This is an optimization exercise on Yosys and OpenROAD, whose aim is small area, a short achievable clock period and few clock cycles, not a production implementation. In this exercise RTL edits were held to simulation tests only and were not proved equivalent to the original. Power figures rest on the tool's default switching activity, not on a simulated workload.

`design/flow/config.mk`:
```
export PLATFORM = sky130hd
export DESIGN_NAME = lst_stamp_unit
export DESIGN_NICKNAME = lst_stamp_unit
export VERILOG_FILES = /design/flow/design.v
export SDC_FILE = /design/flow/constraint.sdc
export NUM_CORES = 4
export LEC_CHECK = 0
export CAP_MARGIN = 70
export CORE_MARGIN = 2
export CORE_UTILIZATION = 40
export SLEW_MARGIN = 70
```
`design/flow/constraint.sdc`:
```
create_clock -name core_clock -period 15.0 [get_ports {clk}]
set_input_delay 3.0000 -clock core_clock [delete_from_list [all_inputs] [get_ports {clk}]]
set_output_delay 3.0000 -clock core_clock [all_outputs]
set_load 0.01 [all_outputs]
```
`design/flow/design.v`:
```
module lst_stamp_unit (
    input  wire        clk,
    input  wire        rst,
    input  wire        start,
    output wire        ready,
    input  wire [63:0] p0_i,
    input  wire [15:0] pass_i,
    input  wire [31:0] v_i,
    input  wire [47:0] t0_i,
    input  wire [47:0] tpp_i,
    input  wire [15:0] alpha_i,
    input  wire [15:0] beta_i,
    input  wire [31:0] vlo_i,
    input  wire [31:0] vhi_i,
    input  wire [31:0] gate_i,
    input  wire [47:0] ts_i,
    input  wire [15:0] zpass_i,
    input  wire [47:0] zfine_i,
    output wire        done,
    output reg         accept,
    output reg  [1:0]  reason,
    output reg         clamp,
    output wire [63:0] p0_o,
    output wire [15:0] pass_o,
    output wire [31:0] v_o,
    output wire [47:0] t0_o,
    output wire [31:0] resid_o,
    output reg         resid_upd
);
    localparam integer S_IDLE  = 0,
                       S_DT    = 1,
                       S_MUL1  = 2,
                       S_PADD  = 3,
                       S_DIV1  = 4,
                       S_RES1A = 5,
                       S_RES1B = 6,
                       S_MUL2  = 7,
                       S_D2G   = 8,      
                       S_D2P   = 9,      
                       S_VUP1  = 10,
                       S_VUP2  = 11,
                       S_DONE  = 12;
    localparam [1:0] R_OK = 2'd0, R_DT = 2'd1, R_PASS = 2'd2, R_GATE = 2'd3;
    reg [12:0] st;       
    reg [12:0] nst;
    reg [12:0] sth;      
    reg [12:0] nsth;
    reg [63:0] P0;
    reg [15:0] PASS;
    reg [31:0] V;
    reg [47:0] T0;
    reg [64:0] D;        
    reg [15:0] ALPHA;
    reg [15:0] BETA;
    reg [31:0] VLO;
    reg [31:0] VHI;
    reg [31:0] GATE;     
    reg [15:0] ZP;       
    reg [47:0] ZF;       
    reg [1:0]  RX;       
    reg [47:0] DT;       
    reg [80:0] P;        
    reg [15:0] Q;        
    reg [47:0] ACCB;     
    reg [5:0]  cnt;
    reg        up;       
    reg [1:0]  rsn;      
    reg        rneg;
    reg        nhi, nlo;     
    reg [5:0]  khi, klo;     
    reg        vsat;         
    reg        divdone;
    reg        pfdone;
    reg        f_aps, f_asg, f_yv, f_msel, f_minv, f_rsel, f_rinv, f_ac;
    reg        f_bhi, f_blo, f_bsel, f_bxhi, f_bdiv, f_bc;
    reg        mshort;       
    reg        h_aps, h_asg, h_yv, h_msel, h_minv, h_rsel, h_rinv;
    wire s_idle = st[S_IDLE],  s_dt   = st[S_DT],    s_mul1 = st[S_MUL1];
    wire s_padd = st[S_PADD],  s_div1 = st[S_DIV1],  s_r1a  = st[S_RES1A];
    wire s_r1b  = st[S_RES1B], s_mul2 = st[S_MUL2],  d2g    = st[S_D2G];
    wire d2p    = st[S_D2P],   s_vup1 = st[S_VUP1],  s_vup2 = st[S_VUP2];
    wire s_done = st[S_DONE];
    wire s_div2 = d2g | d2p;
    wire h_dt   = sth[S_DT],    h_mul1 = sth[S_MUL1],  h_padd = sth[S_PADD];
    wire h_div1 = sth[S_DIV1],  h_r1a  = sth[S_RES1A], h_r1b  = sth[S_RES1B];
    wire h_mul2 = sth[S_MUL2],  h_d2g  = sth[S_D2G],   h_d2p  = sth[S_D2P];
    wire h_vup1 = sth[S_VUP1],  h_vup2 = sth[S_VUP2],  h_done = sth[S_DONE];
    wire h_idle = sth[S_IDLE];
    assign ready   = s_idle | s_done;
    assign done    = s_done;
    assign p0_o    = P0;
    assign pass_o  = PASS;
    assign v_o     = V;
    assign t0_o    = T0;
    assign resid_o = GATE;
    wire [63:0] M    = {D[47:0], 16'd0};
    wire [65:0] rr   = {RX, ZP, ZF};
    wire [81:0] rx   = {{16{rr[65]}}, rr};
    wire [5:0]  kb   = rneg ? klo : khi;
    wire        bneg = rneg ? nlo : nhi;
    wire        a_ps   = f_aps;                  
    wire        a_pt   = f_asg & P[80];          
    wire        m_sel  = f_msel;
    wire        m_inv  = f_minv;
    wire        r_sel  = f_rsel;
    wire        r_inv  = f_rinv;
    wire [81:0] axl = ({82{s_mul1}} & {P, 1'b0})
                    | ({82{a_ps}}   & {a_pt, P})
                    | ({82{s_r1a}}  & {18'd0, ZF, 16'd0})
                    | ({82{s_r1b}}  & rx)
                    | ({82{d2g}}    & {34'd0, GATE, 16'd0})
                    | ({82{s_vup2}} & {{48{ACCB[33]}}, ACCB[33:0]})
                    | ({82{s_vup1}} & {34'd0, T0});
    wire [81:0] ayl = ({82{f_yv}}   & {50'd0, V})
                    | ({82{s_padd}} & {18'd0, P0})
                    | ({82{s_div1}} & ~{1'b0, D, 16'd0})
                    | ({82{s_r1a}}  & ~{18'd0, P[63:0]})
                    | ({82{m_sel}}  & ({18'd0, M} ^ {82{m_inv}}))
                    | ({82{r_sel}}  & (rx ^ {82{r_inv}}))
                    | ({82{s_vup2}} & ~{50'd0, VLO})
                    | ({82{s_vup1}} & {34'd0, DT});
    wire        ha_pt = h_asg & P[80];
    wire [81:0] axh = ({82{h_mul1}} & {P, 1'b0})
                    | ({82{h_aps}}  & {ha_pt, P})
                    | ({82{h_r1a}}  & {18'd0, ZF, 16'd0})
                    | ({82{h_r1b}}  & rx)
                    | ({82{h_d2g}}  & {34'd0, GATE, 16'd0})
                    | ({82{h_vup2}} & {{48{ACCB[33]}}, ACCB[33:0]})
                    | ({82{h_vup1}} & {34'd0, T0});
    wire [81:0] ayh = ({82{h_yv}}   & {50'd0, V})
                    | ({82{h_padd}} & {18'd0, P0})
                    | ({82{h_div1}} & ~{1'b0, D, 16'd0})
                    | ({82{h_r1a}}  & ~{18'd0, P[63:0]})
                    | ({82{h_msel}} & ({18'd0, M} ^ {82{h_minv}}))
                    | ({82{h_rsel}} & (rx ^ {82{h_rinv}}))
                    | ({82{h_vup2}} & ~{50'd0, VLO})
                    | ({82{h_vup1}} & {34'd0, DT});
    wire [81:0] ax = {axh[81:41], axl[40:0]};
    wire [81:0] ay = {ayh[81:41], ayl[40:0]};
    wire        ac = f_ac;
    wire [81:0] sa = ax + ay + {81'd0, ac};
    wire        a_neg = sa[81];
    wire        b_hi   = f_bhi;
    wire        b_lo   = f_blo;
    wire        b_sel  = f_bsel;
    wire [48:0] bx = ({49{s_dt}}          & {1'b0, DT})
                   | ({49{f_bxhi}}        & {17'd0, VHI})
                   | ({49{b_lo | s_vup1}} & {17'd0, V})
                   | ({49{s_mul2}}        & {1'b0, ACCB})
                   | ({49{d2g}}           & {33'd0, ACCB[47:32]})
                   | ({49{d2p}}           & {ZF, ACCB[47]});
    wire [48:0] by = ({49{s_dt}}   & ~{1'b0, T0})
                   | ({49{b_hi}}   & ~{17'd0, V})
                   | ({49{b_lo}}   & ~{17'd0, VLO})
                   | ({49{b_sel}}  & {1'b0, ZF ^ {48{rneg}}})
                   | ({49{f_bdiv & ~s_vup1}} & ~{1'b0, DT})
                   | ({49{s_vup1}} & ({17'd0, ACCB[31:0]} ^ {49{rneg}}))
                   | ({49{s_vup2}} & ~{{15{ACCB[33]}}, ACCB[33:0]});
    wire        bc = s_vup1 ? rneg : f_bc;
    wire [48:0] sb = bx + by + {48'd0, bc};
    wire        b_neg = sb[48];
    wire [47:0] dt_new  = sb[47:0];
    wire        dt_bad  = (dt_new == 48'd0) || dt_new[47];
    wire        dt_short = (dt_new[47:15] == 33'd0);
    wire [15:0] pass_pred = PASS + Q;
    wire [15:0] dpass     = ZP - pass_pred;
    wire        dp_p1     = (dpass == 16'h0001);
    wire        dp_m1     = (dpass == 16'hFFFF);
    wire        dp_ok     = dp_p1 || dp_m1 || (dpass == 16'h0000);
    wire [49:0] r_tick  = rr[65:16];
    wire        r_hi    = ~r_tick[49] && (r_tick[48:31] != 18'd0);
    wire        r_lo    = r_tick[49] && ((r_tick[48:31] != {18{1'b1}}) || (r_tick[30:0] == 31'd0));
    wire [31:0] resid_sat = r_hi ? 32'h7FFF_FFFF : (r_lo ? 32'h8000_0001 : r_tick[31:0]);
    reg  [5:0]  bnd_len;
    integer j;
    always @(*) begin
        bnd_len = 6'd0;
        for (j = 0; j < 32; j = j + 1)
            if (sb[j]) bnd_len = j + 1;
    end
    wire        dv_upgo  = s_div1 & up & ~a_neg;             
    wire        dv_turn  = s_div1 & up & a_neg & (cnt != 6'd0);
    wire        dv_step  = s_div1 & ~up;
    wire        dv_end   = s_div1 & (cnt == 6'd0) & (~up | a_neg);
    wire        q_bit   = ~b_neg;
    wire        dv2_on  = d2p & ~divdone & ~bneg;
    wire        skip8   = dv2_on & (cnt >= 6'd23) & ({ZF, ACCB[47:40]} < {8'd0, DT});
    wire        dstep   = dv2_on & ~skip8;
    wire        dsat    = (d2g & ~bneg & q_bit) | (dstep & q_bit & (cnt >= kb));
    wire        div_end = divdone | bneg | (dstep & (q_bit & (cnt >= kb) | (cnt == 6'd0)));
    wire        pf_take = d2p & ~pfdone & (P[65] | ~a_neg);
    wire        vclamp  = bneg | vsat;
    wire        v_tolo  = vclamp ? rneg  : a_neg;
    wire        v_tohi  = vclamp ? ~rneg : (~a_neg & b_neg);
    wire        v_keep  = ~vclamp & ~a_neg & ~b_neg;
    wire [31:0] v_new   = ({32{v_tolo}} & VLO) | ({32{v_tohi}} & VHI) | ({32{v_keep}} & ACCB[31:0]);
    wire        acc_ok  = (rsn == R_OK);
    wire go = ready & start;
    always @(*) begin
        nst          = 13'd0;
        nst[S_IDLE]  = ready & ~start;
        nst[S_DT]    = go;
        nst[S_MUL1]  = s_dt | (s_mul1 & (cnt != 6'd47));
        nst[S_PADD]  = s_mul1 & (cnt == 6'd47);
        nst[S_DIV1]  = s_padd | (s_div1 & ~dv_end);
        nst[S_RES1A] = dv_end;
        nst[S_RES1B] = s_r1a;
        nst[S_MUL2]  = s_r1b | (s_mul2 & (cnt != 6'd15));
        nst[S_D2G]   = s_mul2 & (cnt == 6'd15);
        nst[S_D2P]   = d2g | (d2p & ~div_end);
        nst[S_VUP1]  = d2p & div_end;
        nst[S_VUP2]  = s_vup1;
        nst[S_DONE]  = s_vup2;
    end
    wire h_ready = h_idle | h_done;
    always @(*) begin
        nsth          = 13'd0;
        nsth[S_IDLE]  = h_ready & ~start;
        nsth[S_DT]    = h_ready & start;
        nsth[S_MUL1]  = h_dt | (h_mul1 & (cnt != 6'd47));
        nsth[S_PADD]  = h_mul1 & (cnt == 6'd47);
        nsth[S_DIV1]  = h_padd | (h_div1 & ~dv_end);
        nsth[S_RES1A] = h_div1 & dv_end;
        nsth[S_RES1B] = h_r1a;
        nsth[S_MUL2]  = h_r1b | (h_mul2 & (cnt != 6'd15));
        nsth[S_D2G]   = h_mul2 & (cnt == 6'd15);
        nsth[S_D2P]   = h_d2g | (h_d2p & ~div_end);
        nsth[S_VUP1]  = h_d2p & div_end;
        nsth[S_VUP2]  = h_vup1;
        nsth[S_DONE]  = h_vup2;
    end
    wire dt_first = dt_short ? dt_new[14] : dt_new[47];
    wire n_minv   = (s_r1a & dp_m1) | (d2g & ~P[65]);
    wire n_rinv   = nst[S_D2G] & ~rneg;
    always @(posedge clk) begin
        if (rst)
            st <= 13'd1;
        else
            st <= nst;
        f_aps  <= nst[S_PADD] | nst[S_DIV1] | nst[S_MUL2] | d2g;
        f_asg  <= nst[S_MUL2] | d2g;
        f_yv   <= (s_dt & dt_first) | (s_mul1 & (cnt != 6'd47) & (mshort ? DT[13] : DT[46]));
        f_msel <= (s_r1a & (dp_p1 | dp_m1)) | d2g;
        f_minv <= n_minv;
        f_rsel <= (s_r1b & ALPHA[0]) | (s_mul2 & (cnt != 6'd15) & ALPHA[1]) | nst[S_D2G];
        f_rinv <= n_rinv;
        f_ac   <= s_padd | s_div1 | n_minv | n_rinv | s_vup1;    
        f_bhi  <= s_dt;
        f_blo  <= s_mul1 & (cnt != 6'd47);
        f_bsel <= (s_r1b & BETA[0]) | (s_mul2 & (cnt != 6'd15) & BETA[1]);
        f_bxhi <= s_dt | nst[S_VUP2];
        f_bdiv <= nst[S_D2G] | d2g | d2p;      
        f_bc   <= nst[S_DT] | nst[S_MUL1] | nst[S_D2G] | d2g | d2p | s_vup1 |
                  (((s_r1b & BETA[0]) | (s_mul2 & (cnt != 6'd15) & BETA[1])) &
                   (s_r1b ? sa[65] : rneg));
        mshort <= s_dt & dt_short;
        if (rst)
            sth <= 13'd1;
        else
            sth <= nsth;
        h_aps  <= nsth[S_PADD] | nsth[S_DIV1] | nsth[S_MUL2] | h_d2g;
        h_asg  <= nsth[S_MUL2] | h_d2g;
        h_yv   <= (h_dt & dt_first) | (h_mul1 & (cnt != 6'd47) & (mshort ? DT[13] : DT[46]));
        h_msel <= (h_r1a & (dp_p1 | dp_m1)) | h_d2g;
        h_minv <= (h_r1a & dp_m1) | (h_d2g & ~P[65]);
        h_rsel <= (h_r1b & ALPHA[0]) | (h_mul2 & (cnt != 6'd15) & ALPHA[1]) | nsth[S_D2G];
        h_rinv <= nsth[S_D2G] & ~rneg;
    end
    always @(posedge clk) begin
        if (go) begin
            P0    <= p0_i;
            PASS  <= pass_i;
            V     <= v_i;
            T0    <= t0_i;
            ALPHA <= alpha_i;
            BETA  <= beta_i;
            VLO   <= vlo_i;
            VHI   <= vhi_i;
        end else if (s_vup2 & acc_ok) begin
            P0    <= P[63:0];
            PASS  <= Q;
            V     <= v_new;
        end else if (s_mul2) begin
            ALPHA <= {1'b0, ALPHA[15:1]};
            BETA  <= {1'b0, BETA[15:1]};
        end
        if (dv_upgo)
            D <= {D[63:0], 1'b0};
        else if (go)
            D <= {17'd0, tpp_i};
        else if (dv_turn | (dv_step & (cnt != 6'd0)))
            D <= {1'b0, D[64:1]};
        if (go)
            GATE <= gate_i;
        else if (d2g)
            GATE <= resid_sat;
        else if (s_vup2 & (rsn == R_DT))
            GATE <= 32'd0;
        else if (s_vup2 & (rsn == R_PASS))
            GATE <= 32'h8000_0000;
        if (go)
            {RX, ZP} <= {2'd0, zpass_i};
        else if (s_r1a | s_r1b)
            {RX, ZP} <= sa[65:48];
        if (dstep & q_bit) begin
            ZF <= sb[47:0];
        end else if (go) begin
            ZF <= zfine_i;
        end else if (s_r1a | s_r1b) begin
            ZF <= sa[47:0];
        end else if (d2g & ~bneg) begin
            ZF <= {32'd0, ACCB[47:32]};
        end else if (skip8) begin
            ZF <= {ZF[39:0], ACCB[47:40]};
        end else if (dstep) begin
            ZF <= {ZF[46:0], ACCB[47]};
        end
        if (s_vup1 & acc_ok)
            T0 <= sa[47:0];
        if (go)
            DT <= ts_i;
        else if (s_dt)
            DT <= dt_new;
        else if (mshort)
            DT <= {DT[13:0], DT[47:14]};     
        else if (s_mul1)
            DT <= {DT[46:0], DT[47]};
        if ((dv_step & ~a_neg) | pf_take | s_mul1 | s_padd)
            P <= sa[80:0];
        else if (s_dt)
            P <= 81'd0;
        else if (s_r1a)
            P <= {1'b0, P[63:0], 16'd0};
        else if (s_mul2)
            P <= sa[81:1];
        if (s_dt)
            Q <= 16'd0;
        else if (dv_step)
            Q <= {Q[14:0], ~a_neg};
        else if (s_r1a)
            Q <= pass_pred;
        else if (pf_take)
            Q <= P[65] ? Q - 16'd1 : Q + 16'd1;
        if (s_r1b)
            ACCB <= 48'd0;
        else if (s_mul2)
            ACCB <= sb[48:1];
        else if (d2g & ~bneg)
            ACCB <= {ACCB[31:0], 16'd0};
        else if (skip8)
            ACCB <= {ACCB[39:0], 8'd0};
        else if (dstep)
            ACCB <= {ACCB[46:0], q_bit};
        else if (s_vup1)
            ACCB <= {14'd0, sb[33:0]};
        if (s_dt)
            cnt <= 6'd0;
        else if (s_mul1)
            cnt <= cnt + (mshort ? 6'd34 : 6'd1);    
        else if (s_padd | s_r1b)
            cnt <= 6'd0;
        else if (s_mul2)
            cnt <= (cnt == 6'd15) ? 6'd31 : cnt + 6'd1;
        else if (s_div1)
            cnt <= (up & ~a_neg) ? cnt + 6'd1 : cnt - 6'd1;
        else if (d2p)
            cnt <= skip8 ? cnt - 6'd8 : cnt - 6'd1;
        if (s_dt)
            rsn <= dt_bad ? R_DT : R_OK;
        if (b_hi) begin
            nhi <= b_neg;
            khi <= bnd_len;
        end
        if (b_lo) begin
            nlo <= b_neg;
            klo <= bnd_len;
        end
        if (s_padd)
            up <= 1'b1;
        if (dv_turn)
            up <= 1'b0;
        if (s_r1a) begin
            if (acc_ok & ~dp_ok)
                rsn <= R_PASS;
        end
        if (s_r1b)
            rneg <= sa[65];
        if (s_mul2) begin
            divdone <= 1'b0;
            vsat    <= 1'b0;
            pfdone  <= 1'b0;
        end
        if (s_div2) begin
            if (d2p)
                pfdone <= 1'b1;
            if (d2g & acc_ok & a_neg)
                rsn <= R_GATE;
            if (d2g & bneg)
                divdone <= 1'b1;
            if (dsat) begin
                vsat    <= 1'b1;
                divdone <= 1'b1;
            end
            if (dstep & (cnt == 6'd0))
                divdone <= 1'b1;
        end
        if (s_vup2) begin
            accept    <= acc_ok;
            reason    <= rsn;
            resid_upd <= (rsn != R_DT);
            clamp     <= acc_ok & (vclamp | a_neg | b_neg);
        end
    end
endmodule
```
`design/flow/run.sh`:
```
#!/bin/bash
# synth_recipe.tcl (not shown) runs the flow's synth.tcl, then flattens the netlist and writes it again
# the make line also repeats each setting of config.mk as NAME=value (left out here)
make -C /OpenROAD-flow-scripts/flow DESIGN_CONFIG=/design/flow/config.mk WORK_HOME=/design/flow/orfs CLKGATE_MAP_FILE= SYNTH_SCRIPT=/design/flow/synth_recipe.tcl finish
```
==> results of run 1 <==
-- final timing paths --
path / start / to / slack, ns / cells after the start
max: st[11]$_SDFF_PP0_ / rsn[0]$_DFF_P_ / 8.13 / 20
min: sth[1]$_SDFF_PP0_ / sth[2]$_SDFF_PP0_ / 0.48 / 2
max reg2reg: st[11]$_SDFF_PP0_ / rsn[0]$_DFF_P_ / 8.13 / 20
min reg2reg: sth[1]$_SDFF_PP0_ / sth[2]$_SDFF_PP0_ / 0.48 / 2
-- stage by stage --
stage	util [%]	instance area [um2]	total power [W]	std cells	hold slack, ns
after floorplan	-	54100	0.00346	6593	0.329
after global placement	46.7	62500	0.00471	8665	0.431
after detailed placement	49.5	66200	0.00488	8919	0.462
after CTS	51.7	69200	0.00713	9077	0.477
after global routing	52.2	69900	0.00744	9112	0.492
final	52.3	70000	0.00740	9151	0.478
-- state kept, by name, indices dropped and copies added, names as in the netlist, 48 cells and up --
name and cells:
ACCB 48, T0 48, ZF 48, DT 48, D 65, P 81, P0 64
-- synthesized netlist by cell type, drive strengths merged, types with 18 or more instances --
master  count  area, um2
o211ai     92        691
buf        83        354
o22ai      87        544
mux2       26        293
a221oi     68        608
xnor2     104        911
nand2b     27        169
o21a       31        233
or3        35        219
and2       26        163
nor2b      46        288
nor4       38        238
nand3     149        746
a22oi     189       1420
a22o       18        158
edfxtp    564      16900
a31oi      39        256
nor3       89        450
o2111a     20        225
o221ai     19        166
a2111o     18        203
or2        18        115
ha        231       2890
nor2      458       1720
mux2i     149       1490
a21oi     498       2500
o31ai      28        215
clkbuf    493       1850
a21o       99        743
o21ai     570       2860
o21bai     33        248
inv       206        773
xor2      183       1600
a222oi    127       1270
a211oi     54        405
and3       25        156
a311oi     27        236
or4        28        214
a221o      22        220
nand2    1158       4350
dfxtp     126       2520
nand4     110        688
-- critical path: cells and delay by family, from the launching register on --
kind                       cells  cell delay, ns
buffers and inverters          5            1.52
and+or+nand+nor                6            2.08
AOI/OAI and AO/OA              8            1.98
adders and majority gates      1            0.58
DFF                            1            0.50
-- power groups by stage --
stage                     clock network [W]  logic (W)  registers, W
after floorplan                           0   0.000992       0.00247
after global placement                    0    0.00198       0.00273
after detailed placement                  0    0.00224       0.00264
after CTS                           0.00228    0.00225       0.00260
after global routing                0.00234    0.00247       0.00263
final                               0.00229    0.00247       0.00264
-- final cells by class --
cell class	instances	share of cell area, %
tap	1768	3.16
antenna	44	0.157
inverter	210	1.16
sequential	690	27.9
clock inverter	46	0.778
multi-input combinational	5117	47.8
timing repair buffer	1164	15.5
clock buffer	112	3.47
-- logic make-up (layout without fill, tap and decap cells) --
logic type	after synthesis	count (layout)	share of synthesized area, %
adders and majority gates	239	239	5.64
other	0	44	0
DFF	690	690	36.0
buffers and inverters	786	1532	5.54
AOI/OAI and AO/OA	2180	2180	26.8
and+or+nand+nor	2236	2236	18.1
xor gates and xnor gates	287	287	4.65
muxes	175	175	3.30
-- per-layer routing --
layer	vias to the layer above	GRT usage, %	routed length, um
li1	26000	-	-
met4	22	50.7	45700
met3	1883	19.1	48900
met2	5951	73.8	149000
met1	30300	58.4	124000
met5	-	0	130
==> out/metrics.cfg, run 1 <==
[critical_path]
critPathMaxStageDelay_ns=0.95
setup.worst_path.end_class=register
slowest_stage=or4_2
arrival_ns=7.47
path_cells=buf_6 > a21oi_2 > buf_4 > o21ai_0 > or4_2 > ha_1 > o21ai_0 > a221oi_1 > clkdlybuf4s25_1 > nand4_1 > nor4_2 > buf_2 > a211o_2 > nor2_1 > a311oi_4 > buf_2 > nand4bb_1 > nor4b_2 > a41oi_1 > o22ai_1
worstPathRequired_ns=15.61
crit_path_max_fanout=47
worstSetupPathType=reg2reg
critPathLaunchType=register

[timing]
fin_crit_sh_pct=45.8
hold_viol_final=0
timing.fmax_ghz=0.146
period_needed_ns=6.87
worst_slew_pin_slew_ns=0.547
rsz0062_at_grt=no
final.setup.tns_ns=0
setup_slack_ns=8.13
slew_headroom_pct=63.3
clock_skew_ns=0.0358
setup_violations=0
slew_viol_final=0

[placement]
port_buffers=649
dp_hpwl_mm=281
place_congestion=1.08
dp_slack_ns=8.75

[cts]
cts_root_buf=clkbuf_16
clkLatencyLatePin_ns=0.75
cts_resized=0
clk_pin_slew_ns=0.06
ctsHoldBuffers=0
cts_htree_levels=3
post-cts-setup-buffer-count=0
numCtsBuffers=86
numClockSinks=690
cts_tree=yes
clock_path_buffers=3

[floorplan]
start_util_pct=40.4
die_h_um=372
io_pins=650
rows=134
dieWidth_um=372
coreArea_um2=134000
die_area_um2=138000

[synth]
synth_cells=6593
synth_edf_count=564
ys_warn_count=1
avgSynthCellArea_um2=8.20
synth_sequential_area_ratio_pct=36.0
ys_types=95
synth_ff_type=edfxtp_1
async_flop_share_pct=0
ys_ff_latch=690
netlist_area_um2=54100
mappedNetlistNets=7283

[final_layout]
final_common_cell=nand2_1
n_fill_cell=12700
layout_common_cells=1141 x nand2_1, 648 x clkdlybuf4s50_1, 564 x edfxtp_1, 528 x o21ai_0, 478 x a21oi_1
seq_area_um2=19500
multi_input_area_um2=33500
syn_to_final_growth_pct=29.4
drive_gt1_share_pct=13.6
nNetsFinal=7959

[drt]
vias=64100
drc_errors=0
routed_wl_mm=368
first_iter_violations=12100
via_per_inst=7.00
detail_route.wl_per_cell_um=40.2
drt_pass1_iterations=12
ant_nets=0

[min_path]
hp-class=reg2reg

[outcome]
status=no timing/DRC/antenna violations

[power]
p_int_w=0.00443
ir_drop_uv=87.0
swShare_pct=40.1
seq_power_share_pct=35.7
powerDensity_nw_per_um2=106
netSwitchingPower_w=0.00296
pwr-share-comb_pct=33.4
clock_power_share_pct=31.0
leakage_nw=27.8

[grt]
grt_pass1_wl_mm=492
gr-total-overflow=0
grt_max_degree=74
grt_usage_pct=51.6
grt_pass1_vias=58400
antenna_found_initial=47

[run]
maxCapViolations=0

Testbench counts, summed over its fixed seeds: cycles 173,921.
==> inputs of run 2 (changes only) <==
--- a/design/flow/design.v
+++ b/design/flow/design.v
@@ -98,6 +98,7 @@
     wire [81:0] rx   = {{16{rr[65]}}, rr};
     wire [5:0]  kb   = rneg ? klo : khi;
     wire        bneg = rneg ? nlo : nhi;
+    wire        k24  = (kb <= 6'd24);        
     wire        a_ps   = f_aps;                  
     wire        a_pt   = f_asg & P[80];          
     wire        m_sel  = f_msel;
@@ -147,7 +148,8 @@
                    | ({49{f_bxhi}}        & {17'd0, VHI})
                    | ({49{b_lo | s_vup1}} & {17'd0, V})
                    | ({49{s_mul2}}        & {1'b0, ACCB})
-                   | ({49{d2g}}           & {33'd0, ACCB[47:32]})
+                   | ({49{d2g & ~k24}}    & {33'd0, ACCB[47:32]})
+                   | ({49{d2g & k24}}     & {25'd0, ACCB[47:24]})
                    | ({49{d2p}}           & {ZF, ACCB[47]});
     wire [48:0] by = ({49{s_dt}}   & ~{1'b0, T0})
                    | ({49{b_hi}}   & ~{17'd0, V})
@@ -267,7 +269,7 @@
         h_rinv <= nsth[S_D2G] & ~rneg;
     end
     always @(posedge clk) begin
-        if (go) begin
+        if (ready) begin
             P0    <= p0_i;
             PASS  <= pass_i;
             V     <= v_i;
@@ -286,11 +288,11 @@
         end
         if (dv_upgo)
             D <= {D[63:0], 1'b0};
-        else if (go)
+        else if (ready)
             D <= {17'd0, tpp_i};
         else if (dv_turn | (dv_step & (cnt != 6'd0)))
             D <= {1'b0, D[64:1]};
-        if (go)
+        if (ready)
             GATE <= gate_i;
         else if (d2g)
             GATE <= resid_sat;
@@ -298,18 +300,18 @@
             GATE <= 32'd0;
         else if (s_vup2 & (rsn == R_PASS))
             GATE <= 32'h8000_0000;
-        if (go)
+        if (ready)
             {RX, ZP} <= {2'd0, zpass_i};
         else if (s_r1a | s_r1b)
             {RX, ZP} <= sa[65:48];
         if (dstep & q_bit) begin
             ZF <= sb[47:0];
-        end else if (go) begin
+        end else if (ready) begin
             ZF <= zfine_i;
         end else if (s_r1a | s_r1b) begin
             ZF <= sa[47:0];
         end else if (d2g & ~bneg) begin
-            ZF <= {32'd0, ACCB[47:32]};
+            ZF <= k24 ? {24'd0, ACCB[47:24]} : {32'd0, ACCB[47:32]};
         end else if (skip8) begin
             ZF <= {ZF[39:0], ACCB[47:40]};
         end else if (dstep) begin
@@ -317,7 +319,7 @@
         end
         if (s_vup1 & acc_ok)
             T0 <= sa[47:0];
-        if (go)
+        if (ready)
             DT <= ts_i;
         else if (s_dt)
             DT <= dt_new;
@@ -346,7 +348,7 @@
         else if (s_mul2)
             ACCB <= sb[48:1];
         else if (d2g & ~bneg)
-            ACCB <= {ACCB[31:0], 16'd0};
+            ACCB <= k24 ? {ACCB[23:0], 24'd0} : {ACCB[31:0], 16'd0};
         else if (skip8)
             ACCB <= {ACCB[39:0], 8'd0};
         else if (dstep)
@@ -363,6 +365,8 @@
             cnt <= (cnt == 6'd15) ? 6'd31 : cnt + 6'd1;
         else if (s_div1)
             cnt <= (up & ~a_neg) ? cnt + 6'd1 : cnt - 6'd1;
+        else if (d2g)
+            cnt <= k24 ? 6'd23 : 6'd31;
         else if (d2p)
             cnt <= skip8 ? cnt - 6'd8 : cnt - 6'd1;
         if (s_dt)
==> run 2 against run 1 <==
- synthesized area up 1.0%
- final cell count about the same
- still clean
- worst hold slack worse by 0.038 ns
- cell area up 0.62%
- global-route usage down 2.8 points
==> out/metrics.cfg, run 2 <==
[outcome]
status=no timing/DRC/antenna violations  ; unchanged

[grt]
grt_usage_pct=48.8  ; was 51.6%
gr-total-overflow=0  ; unchanged
antenna_found_initial=38  ; was 47
grt_pass1_vias=59000  ; was 58400
grt_pass1_wl_mm=480  ; was 492 mm
grt_max_degree=82  ; was 74

[power]
pwr-share-comb_pct=34.6  ; was 33.4%
leakage_nw=27.7  ; was 27.8 nW
power_w=0.00775  ; was 0.00740 W
netSwitchingPower_w=0.00321  ; was 0.00296 W
p_int_w=0.00454  ; was 0.00443 W
swShare_pct=41.5  ; was 40.1%
ir_drop_uv=89.3  ; was 87.0 uV
powerDensity_nw_per_um2=110  ; was 106 nW/um2
clock_power_share_pct=28.7  ; was 31.0%
seq_power_share_pct=36.7  ; was 35.7%

[drt]
via_per_inst=6.93  ; was 7.00
detail_route.wl_per_cell_um=38.8  ; was 40.2 um
drt_pass1_iterations=13  ; was 12
vias=63500  ; was 64100
drc_errors=0  ; unchanged
first_iter_violations=11300  ; was 12100
ant_nets=0  ; unchanged
routed_wl_mm=355  ; was 368 mm

[synth]
synthTopCellsByArea=edfxtp_1 31%, nand2_1 7.6%, o21ai_0 5.4%  ; was edfxtp_1 31%, nand2_1 8.0%, ha_1 5.3%
synth_edf_count=564  ; unchanged
avgSynthCellArea_um2=8.20  ; about the same
yosysTopAreaCellShare_pct=31.0  ; was 31.3%
async_flop_share_pct=0  ; unchanged
yosys.area.top_type=edfxtp_1  ; unchanged
synth_sequential_area_ratio_pct=35.6  ; was 36.0%
ys_types=93  ; was 95
synth_ff_type=edfxtp_1  ; unchanged
mappedNetlistNets=7350  ; was 7283
synth_most_common_cell=nand2_1  ; unchanged
ys_warn_count=1  ; unchanged
synth_commonest_cells=1106 x nand2_1, 591 x o21ai_0, 564 x edfxtp_1  ; was 1158 x nand2_1, 564 x edfxtp_1, 563 x o21ai_0
ys_ff_latch=690  ; unchanged
netlist_area_um2=54600  ; was 54100 um2
synth_cells=6660  ; was 6593

[critical_path]
crit_path_start=rneg$_DFF_P_  ; was st[11]$_SDFF_PP0_
critPathMaxStageDelay_ns=0.54  ; was 0.95 ns
critPathLaunchType=register  ; unchanged
worstPathRequired_ns=15.62  ; was 15.61 ns
setup.worst_path.end_class=register  ; unchanged
rr_startpoint=rneg$_DFF_P_  ; was st[11]$_SDFF_PP0_
arrival_ns=7.60  ; was 7.47 ns
slowest_stage=dfxtp_4  ; was or4_2
path_cells=buf_16 > mux2i_1 > a311oi_2 > nor2b_4 > buf_8 > buf_12 > mux2_2 > a221o_1 > fa_2 > fa_2 > a211oi_2 > o21ai_1 > a31oi_4 > clkbuf_4 > a211oi_2 > o21ba_1 > or3_1 > a222oi_1 > nand4_1 > or4_1 > or4_1 > o221ai_2  ; was buf_6 > a21oi_2 > buf_4 > o21ai_0 > or4_2 > ha_1 > o21ai_0 > a221oi_1 > clkdlybuf4s25_1 > nand4_1 > nor4_2 > buf_2 > a211o_2 > nor2_1 > a311oi_4 > buf_2 > nand4bb_1 > nor4b_2 > a41oi_1 > o22ai_1
crit_path_max_fanout=34  ; was 47
worstSetupPathType=reg2reg  ; unchanged

[placement]
port_buffers=649  ; unchanged
dp_hpwl_mm=274  ; was 281 mm
place_congestion=1.11  ; was 1.08

[timing]
rsz0062_at_grt=no  ; unchanged
worst_slew_pin_slew_ns=0.562  ; was 0.547 ns
final.setup.tns_ns=0  ; unchanged
whs_ns=0.440  ; was 0.478 ns
hold_viol_final=0  ; unchanged
fin_crit_sh_pct=46.5  ; was 45.8%
slew_headroom_pct=62.5  ; was 63.3%
clock_skew_ns=0.0600  ; was 0.0358 ns
setup_violations=0  ; unchanged
timing.fmax_ghz=0.143  ; was 0.146 GHz
slew_viol_final=0  ; unchanged
period_needed_ns=6.98  ; was 6.87 ns

[final_layout]
drive_gt1_share_pct=13.1  ; was 13.6%
top_register=P  ; unchanged
nNetsFinal=7967  ; was 7959
reg.largest.list=P (81), D (65), P0 (64)  ; unchanged
final_common_cell=nand2_1  ; unchanged
largest_register_ffs=81  ; unchanged
layout_common_cells=1090 x nand2_1, 650 x clkdlybuf4s50_1, 564 x edfxtp_1, 551 x o21ai_0, 440 x nor2_1  ; was 1141 x nand2_1, 648 x clkdlybuf4s50_1, 564 x edfxtp_1, 528 x o21ai_0, 478 x a21oi_1
syn_to_final_growth_pct=28.8  ; was 29.4%
final_util_pct=52.0  ; was 52.3%

[cts]
cts_htree_levels=3  ; unchanged
cts_resized=0  ; unchanged
post-cts-setup-buffer-count=0  ; unchanged
numClockSinks=690  ; unchanged
numCtsBuffers=88  ; was 86
cts_root_buf=clkbuf_16  ; unchanged
clock_path_buffers=3  ; unchanged
cts_tree=yes  ; unchanged
clk_pin_slew_ns=0.07  ; was 0.06 ns
ctsHoldBuffers=0  ; unchanged
clkLatencyLatePin_ns=0.75  ; about the same

[floorplan]
dieWidth_um=374  ; was 372 um
rows=135  ; was 134
die_h_um=374  ; was 372 um
start_util_pct=40.3  ; was 40.4%
io_pins=650  ; unchanged
die_area_um2=140000  ; was 138000 um2
coreArea_um2=135000  ; was 134000 um2

[min_path]
hold_start=sth[1]$_SDFF_PP0_  ; unchanged
hp-class=reg2reg  ; unchanged

[run]
maxCapViolations=0  ; unchanged

run 2: cell types whose count changed after synthesis, sizes merged, moves of 15 or more:
cell / previous run / this run
a2111oi: 11 / 32
a211oi: 54 / 82
a21oi: 498 / 439
a221o: 22 / 64
a222oi: 127 / 80
a22oi: 189 / 223
a311oi: 27 / 12
a31oi: 39 / 77
nand2: 1158 / 1106
nand2b: 27 / 49
nand3: 149 / 176
o21ai: 570 / 600
o221ai: 19 / 38
xor2: 183 / 206
run 2: path summary, 6_finish.rpt:
kind,endpoint,slack [ns],depth (start not counted)
setup / recovery,f_yv$_DFF_P_,8.02,22
hold / removal,sth[2]$_SDFF_PP0_,0.44,2
setup reg to reg,f_yv$_DFF_P_,8.02,22
hold reg to reg,sth[2]$_SDFF_PP0_,0.44,2
run 2: cell families (layout without fill, tap and decap cells):
| group | count (synthesis) | after routing | share of synthesized area, % |
|---|---|---|---|
| buffers and inverters | 794 | 1483 | 5.55 |
| AO/OA/AOI/OAI | 2217 | 2217 | 27.0 |
| other | 0 | 30 | 0 |
| AND/OR/NAND/NOR | 2250 | 2250 | 18.2 |
| multiplexers | 172 | 172 | 3.22 |
| flip-flops | 690 | 690 | 35.6 |
| adder cells (fa/ha/maj) | 239 | 239 | 5.58 |
| XOR/XNOR | 298 | 298 | 4.78 |
run 2: power by group through the flow:
stage / Sequential (W) / Combinational [W] / Clock, W
after detailed placement: 0.00283 / 0.00245 / 0
after CTS: 0.00280 / 0.00247 / 0.00220
after floorplan: 0.00254 / 0.00119 / 0
final: 0.00285 / 0.00268 / 0.00222
after global placement: 0.00293 / 0.00218 / 0
after global routing: 0.00282 / 0.00271 / 0.00227
run 2: metal layers:
| metal | track usage, % | wire length, um | vias up |
|---|---|---|---|
| met3 | 18.0 | 48100 | 1695 |
| met4 | 44.5 | 40800 | 20 |
| met5 | 0.309 | 342 | - |
| li1 | - | - | 26100 |
| met1 | 56.5 | 122000 | 30200 |
| met2 | 70.0 | 144000 | 5551 |
run 2: metrics by stage:
step | cells | setup slack (ns) | instance area [um2]
floorplan | 6660 | 7.61 | 54600
global placement | 8722 | 7.78 | 63000
detailed placement | 8937 | 8.19 | 66700
CTS | 9099 | 8.17 | 69500
global route | 9134 | 7.80 | 70300
finish | 9160 | 8.02 | 70400
run 2: critical path, delay by kind of cell, from the launching register on:
family                     cells  cell delay (ns)
DFF                            1             0.54
AOI/OAI and AO/OA              9             2.04
adders and majority gates      2             0.83
and+or+nand+nor                5             1.67
buffers and inverters          4             0.97
muxes                          2             0.71
run 2: area by class of cell:
type | count | area, um2
multi-input combinational | 5176 | 34100
antenna | 30 | 75.1
fill | 12700 | 65100
sequential | 690 | 19500
tap | 1781 | 2230
timing repair buffer | 1110 | 10800
clock inverter | 46 | 447
clock buffer | 116 | 2400
inverter | 211 | 801
Testbench counts of run 2, summed over its fixed seeds: cycles 168,395.
==> inputs of run 3 (changes only) <==
--- a/design/flow/design.v
+++ b/design/flow/design.v
@@ -162,8 +162,10 @@
     wire [48:0] sb = bx + by + {48'd0, bc};
     wire        b_neg = sb[48];
     wire [47:0] dt_new  = sb[47:0];
-    wire        dt_bad  = (dt_new == 48'd0) || dt_new[47];
-    wire        dt_short = (dt_new[47:15] == 33'd0);
+    wire        dt_bad  = (DT == T0) || dt_new[47];
+    wire        dt_brw  = (DT[14:0] < T0[14:0]);
+    wire [32:0] t0_hi1  = T0[47:15] + 33'd1;
+    wire        dt_short = dt_brw ? (DT[47:15] == t0_hi1) : (DT[47:15] == T0[47:15]);
     wire [15:0] pass_pred = PASS + Q;
     wire [15:0] dpass     = ZP - pass_pred;
     wire        dp_p1     = (dpass == 16'h0001);
==> run 3 against run 2 <==
- critical endpoint is now ZF[17]$_DFFE_PP_
- highest routed layer unchanged
- still clean on timing, DRC and antenna
- synthesized cell count up 1.8%
- utilization down 0.051 points
- global-route usage up 1.4 points
- worst hold slack better by 0.0077 ns
- first-iteration DRC count about the same
- maximum frequency down 0.59%
- via count up 2.7%
==> out/metrics.cfg, run 3 <==
[critical_path]
crit_path_max_fanout=47  ; was 34
path_cells=mux2i_1 > a311o_1 > nand2_2 > buf_8 > mux2_2 > a221o_1 > fa_1 > fa_1 > a21o_1 > a221o_1 > or3_1 > a41oi_2 > o2111a_1 > nor4b_1 > o21ai_1 > a31oi_2 > o21ai_4 > buf_6 > mux2_2  ; was buf_16 > mux2i_1 > a311oi_2 > nor2b_4 > buf_8 > buf_12 > mux2_2 > a221o_1 > fa_2 > fa_2 > a211oi_2 > o21ai_1 > a31oi_4 > clkbuf_4 > a211oi_2 > o21ba_1 > or3_1 > a222oi_1 > nand4_1 > or4_1 > or4_1 > o221ai_2
crit_path_start=rneg$_DFF_P_  ; unchanged
rrSetupSlack_ns=7.98  ; was 8.02 ns
worstSetupPathType=reg2reg  ; unchanged
worstPathRequired_ns=15.47  ; was 15.62 ns
reg2reg_to=ZF[17]$_DFFE_PP_  ; was f_yv$_DFF_P_
slowest_stage=fa_1  ; was dfxtp_4
critPathMaxStageDelay_ns=0.50  ; was 0.54 ns
rr_startpoint=rneg$_DFF_P_  ; unchanged
setup.worst_path.end_class=register  ; unchanged
crit_buf_inv=2  ; was 4
ff2ff_path_depth=19  ; was 22
arrival_ns=7.49  ; was 7.60 ns
path_delay_family=compound AO/OA/AOI/OAI gates  ; unchanged
critPathLaunchType=register  ; unchanged

[grt]
grt_pass1_wl_mm=500  ; was 480 mm
grt_usage_pct=50.3  ; was 48.8%
grt_pass1_vias=60600  ; was 59000
gr-total-overflow=0  ; unchanged
antenna_found_initial=37  ; was 38
grt_max_degree=78  ; was 82

[floorplan]
die_area_um2=143000  ; was 140000 um2
dieWidth_um=378  ; was 374 um
start_util_pct=40.2  ; was 40.3%
io_pins=650  ; unchanged
die_h_um=378  ; was 374 um
coreArea_um2=139000  ; was 135000 um2
rows=137  ; was 135

[drt]
drc_errors=0  ; unchanged
detail_route.wl_per_cell_um=39.3  ; was 38.8 um
first_iter_violations=11200  ; was 11300
ant_nets=0  ; unchanged
vias=65200  ; was 63500
drt_pass1_iterations=14  ; was 13
routed_wl_mm=369  ; was 355 mm
via_per_inst=6.94  ; was 6.93

[synth]
netlist_area_um2=55900  ; was 54600 um2
mappedNetlistNets=7488  ; was 7350
yosysTopAreaCellShare_pct=30.3  ; was 31.0%
avgSynthCellArea_um2=8.25  ; was 8.20 um2
ys_ff_latch=690  ; unchanged
synth_edf_count=564  ; unchanged
yosys.area.top_type=edfxtp_1  ; unchanged
ys_types=95  ; was 93
synth_ff_type=edfxtp_1  ; unchanged
synth_most_common_cell=nand2_1  ; unchanged
synth_cells=6782  ; was 6660
async_flop_share_pct=0  ; unchanged
synthTopCellsByArea=edfxtp_1 30%, nand2_1 6.7%, o21ai_0 5.5%  ; was edfxtp_1 31%, nand2_1 7.6%, o21ai_0 5.4%
synth_sequential_area_ratio_pct=34.8  ; was 35.6%
ys_warn_count=1  ; unchanged
synth_commonest_cells=996 x nand2_1, 618 x o21ai_0, 564 x edfxtp_1  ; was 1106 x nand2_1, 591 x o21ai_0, 564 x edfxtp_1

[final_layout]
layout_common_cells=982 x nand2_1, 649 x clkdlybuf4s50_1, 579 x o21ai_0, 564 x edfxtp_1, 436 x a21oi_1  ; was 1090 x nand2_1, 650 x clkdlybuf4s50_1, 564 x edfxtp_1, 551 x o21ai_0, 440 x nor2_1
reg.largest.list=P (81), D (65), P0 (64)  ; unchanged
final_common_cell=nand2_1  ; unchanged
top_register=P  ; unchanged
fin_cells=9401  ; was 9160
drive_gt1_share_pct=13.9  ; was 13.1%
final_util_pct=51.9  ; was 52.0%
nNetsFinal=8136  ; was 7967
largest_register_ffs=81  ; unchanged
fin_area_um2=72200  ; was 70400 um2
syn_to_final_growth_pct=29.2  ; was 28.8%

[placement]
placed_area_um2=68600  ; was 66700 um2
port_buffers=649  ; unchanged
dp_hpwl_mm=284  ; was 274 mm
place_congestion=1.09  ; was 1.11
dpl.cell_count=9184  ; was 8937

[cts]
cts_tree=yes  ; unchanged
cts_resized=0  ; unchanged
cts_root_buf=clkbuf_16  ; unchanged
ctsHoldBuffers=0  ; unchanged
post-cts-setup-buffer-count=0  ; unchanged
clkLatencyLatePin_ns=0.75  ; about the same
numClockSinks=690  ; unchanged
clk_pin_slew_ns=0.06  ; was 0.07 ns
numCtsBuffers=87  ; was 88
cts_htree_levels=3  ; unchanged
clock_path_buffers=3  ; unchanged

[run]
maxCapViolations=0  ; unchanged

[timing]
slew_headroom_pct=64.1  ; was 62.5%
fin_crit_sh_pct=46.8  ; was 46.5%
final.setup.tns_ns=0  ; unchanged
hold_viol_final=0  ; unchanged
timing.fmax_ghz=0.142  ; was 0.143 GHz
worst_slew_pin_slew_ns=0.538  ; was 0.562 ns
slew_viol_final=0  ; unchanged
rsz0062_at_grt=no  ; unchanged
clock_skew_ns=0.0557  ; was 0.0600 ns
setup_violations=0  ; unchanged
period_needed_ns=7.02  ; was 6.98 ns

[min_path]
min_to=sth[2]$_SDFF_PP0_  ; unchanged
hold-path-cell-count=2  ; unchanged
hold_start=sth[1]$_SDFF_PP0_  ; unchanged
hp-class=reg2reg  ; unchanged

[power]
netSwitchingPower_w=0.00320  ; was 0.00321 W
clock_power_share_pct=28.2  ; was 28.7%
leakage_nw=28.7  ; was 27.7 nW
seq_power_share_pct=34.7  ; was 36.7%
swShare_pct=41.3  ; was 41.5%
p_int_w=0.00454  ; about the same
ir_drop_uv=115  ; was 89.3 uV
powerDensity_nw_per_um2=107  ; was 110 nW/um2
pwr-share-comb_pct=37.0  ; was 34.6%

[outcome]
status=no timing/DRC/antenna violations  ; unchanged

-- run 3: cell type report --
class / count / area, um2
Tap cell: 1876 / 2350
Multi-Input combinational cell: 5234 / 35400
Antenna cell: 24 / 60.1
Inverter: 262 / 1010
Fill cell: 13300 / 66900
Sequential cell: 690 / 19500
Timing Repair Buffer: 1155 / 11100
Clock buffer: 117 / 2400
Clock inverter: 43 / 400
-- run 3: logic make-up after synthesis --
logic type	count (synthesis)	share of synthesized area [%]
DFF	690	34.8
buffers and inverters	858	5.91
adders and majority gates	255	5.81
and+or+nand+nor	2124	17.0
muxes	232	4.25
xor gates and xnor gates	355	5.60
AOI/OAI and AO/OA	2268	26.6
-- run 3: worst max path at each step --
stage	to	cells after the start
CTS	ZF[17]$_DFFE_PP_	19
floorplan	P[0]$_DFFE_PP_	18
finish	ZF[17]$_DFFE_PP_	19
global route	ZF[17]$_DFFE_PP_	19
global placement	ZF[7]$_DFFE_PP_	19
detailed placement	ZF[7]$_DFFE_PP_	19
-- run 3: power groups by stage --
stage / registers (W) / clock network [W] / logic (W)
after CTS: 0.00266 / 0.00218 / 0.00265
after floorplan: 0.00253 / 0 / 0.00124
after global placement: 0.00277 / 0 / 0.00238
final: 0.00269 / 0.00218 / 0.00287
after detailed placement: 0.00270 / 0 / 0.00263
after global routing: 0.00268 / 0.00224 / 0.00291
-- run 3: through the flow --
| step | hold slack (ns) | total power (W) | worst slack (ns) |
|---|---|---|---|
| finish | 0.448 | 0.00774 | 7.98 |
| global route | 0.498 | 0.00784 | 7.84 |
| CTS | 0.446 | 0.00748 | 8.14 |
| detailed placement | 0.429 | 0.00533 | 8.19 |
| global placement | 0.418 | 0.00516 | 7.78 |
| floorplan | 0.357 | 0.00377 | 7.75 |
-- run 3: worst min-delay path: cells and delay by family, from the launching register on --
family	cells	cell delay, ns
AO/OA/AOI/OAI	1	0.04
AND/OR/NAND/NOR	1	0.07
flip-flops	1	0.31
-- run 3: routing by layer --
layer / vias up / global-route usage (%) / wire length (um)
li1: 26600 / - / -
met1: 31100 / 56.8 / 127000
met2: 5556 / 73.2 / 152000
met3: 1871 / 16.8 / 43700
met4: 24 / 49.5 / 46100
met5: - / 0.858 / 303
Testbench counts of run 3, summed over its fixed seeds: cycles 168,395.

-- what the ideal ports hide --
No port has a modelled driver above. Below, the same layouts with a new extraction and two added sets of constraints. Step 1, drivers: a clkbuf_16 drives clk and a buf_2 each remaining input, both assumed. Step 2 adds t to the input delays and takes it off the output delays; t is the mean of the earliest and latest rising clock arrival at the registers after step 1. Input paths then give back, and output paths get back, about the clock's delay inside the block. Slacks: ideal ports / drivers / drivers and shift; pairs: ideal ports / drivers.
run | shift t [ns] | slack for setup (ns) | worst hold slack (ns) | worst setup path after step 2 | slew at the worst register clock pin (ns)
run 1 | 0.834 | 8.135 / 8.135 / 8.135 | 0.478 / 0.478 / 0.478 | register to register | 0.07 / 0.07
run 2 | 0.812 | 8.020 / 8.020 / 8.020 | 0.440 / 0.440 / 0.440 | register to register | 0.07 / 0.07
run 3 | 0.819 | 7.978 / 7.978 / 7.978 | 0.448 / 0.448 / 0.448 | register to register | 0.07 / 0.07
After both steps every run listed still meets setup and hold.
